Source: an optimization exercise on an open RTL-to-GDS flow (aim: small area, a short achievable clock period and few clock cycles per item). Production flows keep margins and buffers that such runs may drop. The RTL was checked by simulation tests, not by an equivalence proof against the original design. Power figures rest on the tool's default switching activity, not on a simulated workload.

// rs72_dec
module rs72_dec (
    input             clk,
    input             rst,
    input             in_valid,
    output            in_ready,
    input      [63:0] in_data,
    output            out_valid,
    output     [63:0] out_data,
    output            out_last,
    output            out_corrected,
    output            out_uncorrectable,
    output     [1:0]  out_nerr
);
Size: roughly 5100 cells after synthesis, roughly 1300 flip-flops, about 140 I/O pins, roughly 54000 sq um of cells after synthesis.
==> flow/config.mk <==
export PLATFORM = sky130hd
export DESIGN_NAME = rs72_dec
export DESIGN_NICKNAME = rs72_dec
export VERILOG_FILES = /design/flow/design.v
export SDC_FILE = /design/flow/constraint.sdc
export NUM_CORES = 4
export LEC_CHECK = 0
export CAP_MARGIN = 20
export CORE_MARGIN = 2
export CORE_UTILIZATION = 55
export CTS_CLUSTER_DIAMETER = 80
export CTS_CLUSTER_SIZE = 24
export PLACE_DENSITY = 0.7
export SLEW_MARGIN = 20
==> flow/constraint.sdc <==
create_clock -name core_clock -period 32.0 [get_ports {clk}]
set_input_delay 6.4000 -clock core_clock [delete_from_list [all_inputs] [get_ports {clk}]]
set_output_delay 6.4000 -clock core_clock [all_outputs]
set_load 0.01 [all_outputs]
standard.sh (not shown) runs the stock make flow with config.mk's settings and CLKGATE_MAP_FILE= SYNTH_SCRIPT=/design/flow/synth_recipe.tcl, a recipe that flattens the netlist after the stock synthesis.
==> flow/flow/run.sh <==
#!/bin/bash
set -euo pipefail
export BUFFER_PORTS_ARGS="-buffer_cell sky130_fd_sc_hd__buf_2"
bash standard.sh finish > flow_standard.log 2>&1
The starting point went through all stages and came out clean.
Testbench counts at the start, summed over its fixed seeds: cycles 14,512, units 1,600.
Next try:
ABC_AREA = 1   (was not set)
CORE_UTILIZATION = 40   (was 55)
PLACE_DENSITY = 0.6   (was 0.7)
The new run finished with timing, DRC and antenna clean.
Die area grows by well over a third.
Combinational power went down by about a fifth.
Global-route usage is lower by 7.1 points.
Next try:
ABC_AREA = not set   (was 1)
CTS_CLUSTER_DIAMETER = 60   (was 80)
CTS_CLUSTER_SIZE = 30   (was 24)
=>
- The new run completed with no timing, DRC or antenna violations
- setup slack got worse by 33 ps
- non-clock buffer count went up by 42
- clock power rises by about 9%
- power increases by 15%
- count of clock-buffer cells in the layout climbs by 2
- register-to-register slack is worse by 1200 ps
- utilization went up by 0.28 points
- final area barely changes
- sequential cell count does not change
- critical path depth stays the same
Next try:
CTS_CLUSTER_DIAMETER = 80   (was 60)
CTS_CLUSTER_SIZE = 24   (was 30)
=> Clock-buffer cell count falls by 3. Die area is unchanged. Design area falls by about 1.3%. Routed wire length barely changes. Total power falls by about 3%.

========
rs72_dec, a different RTL version from the one above (not shown whole).
For scale: roughly 5,500 cells after synthesis, about 1,300 flip-flops, ~140 I/O pins, ~57,000 sq um of cells after synthesis.
Settings: LEC_CHECK=0, CAP_MARGIN=20, CORE_MARGIN=2, CORE_UTILIZATION=40, PLACE_DENSITY=0.6, SLEW_MARGIN=20; clock period 32.0 ns.
Scripts as last shown in full above: flow/flow/run.sh
Testbench counts at the start, summed over its fixed seeds: cycles 14,512, units 1,600.
==> next run, changes <==
==> flow/run.sh (new file) <==
#!/bin/bash
# synth_recipe.tcl (not shown) runs the flow's synth.tcl, then flattens the netlist and writes it again
# the make line also repeats each setting of config.mk as NAME=value (left out here)
make -C /OpenROAD-flow-scripts/flow DESIGN_CONFIG=/design/flow/config.mk WORK_HOME=/design/flow/orfs CLKGATE_MAP_FILE= SYNTH_SCRIPT=/design/flow/synth_recipe.tcl finish
removed: flow/flow/run.sh
removed: flow/standard.sh
After rerunning: The changed run produced a clean layout; hold slack improved by 3.8 ps; total power went up by 1.2%; final area went up by 1.5%; routed wire length went down by 2.0%; die area is unchanged; sequential cell count is unchanged; non-clock buffer count went down by 5; sequential power stays flat; via count went up by 0.89%.

========
rs72_dec, a different RTL version from the one above (not shown whole).
For scale: about 5500 cells after synthesis, roughly 1300 flip-flops.
export LEC_CHECK = 0
export CAP_MARGIN = 20
export CORE_MARGIN = 2
export CORE_UTILIZATION = 40
export CTS_BUF_LIST = sky130_fd_sc_hd__clkbuf_8
export PLACE_DENSITY = 0.6
export SLEW_MARGIN = 20
create_clock -name core_clock -period 32.0 [get_ports {clk}]
==> flow/flow/run.sh <==
#!/bin/bash
set -euo pipefail
export BUFFER_PORTS_ARGS="-buffer_cell sky130_fd_sc_hd__buf_2"
bash standard.sh finish > flow_standard.log 2>&1
The starting point completed with no timing, DRC or antenna violations.
Testbench counts at the start, summed over its fixed seeds: cycles 14,512, units 1,600.
Then changed:
--- a/flow/config.mk
+++ b/flow/config.mk
@@ -11 +10,0 @@
-export CTS_BUF_LIST = sky130_fd_sc_hd__clkbuf_8
After rerunning: Setup slack gets better by 0.19 ns. Cell area barely changes. Clock power stays flat. Count of clock-buffer cells in the layout fell by 81.

==> what the ideal ports hide <==
Ports are ideal in the flow. The routed layouts listed here were re-timed in OpenROAD.
Step 1 (the two cells are an assumption about what drives the block):
set clk [get_ports {clk}]
set_driving_cell -lib_cell sky130_fd_sc_hd__clkbuf_16 $clk
set_driving_cell -lib_cell sky130_fd_sc_hd__buf_2 [delete_from_list [all_inputs] $clk]
Step 2 adds t to the input delays and takes it off the output delays; t is the mean of the earliest and latest rising clock arrival at the registers after step 1. Input paths then give back, and output paths get back, about the clock's delay inside the block.
a / b / c = no drivers / after step 1 / after step 2; a / b = the first two.
run	t, ns	slack for setup (ns)	slew at the worst register clock pin (ns)	worst data-port slew with drivers (ns)	pins driven straight from the clock port
the first run of note 1	0.724	24.424 / 24.353 / 24.309	0.10 / 0.10	0.06	1
the second run of note 1	0.766	24.387 / 24.311 / 24.283	0.10 / 0.10	0.07	1
the third run of note 1	0.783	24.354 / 24.280 / 24.304	0.11 / 0.11	0.08	1
the fourth run of note 1	0.748	24.382 / 24.311 / 24.309	0.11 / 0.11	0.07	1
the first run of note 2	0.825	24.262 / 24.185 / 24.275	0.08 / 0.08	0.10	1
the second run of note 2	0.806	23.876 / 23.803 / 24.197	0.07 / 0.07	0.07	1
the first run of note 3	0.990	24.129 / 24.051 / 24.602	0.08 / 0.08	0.06	1
the second run of note 3	0.816	24.320 / 24.237 / 24.586	0.07 / 0.07	0.06	1
After both steps setup and hold are still met in every run listed. The setup slack of the first run of note 1, which loses most, moves by -0.071 ns with the drivers and by -0.115 ns with both steps.
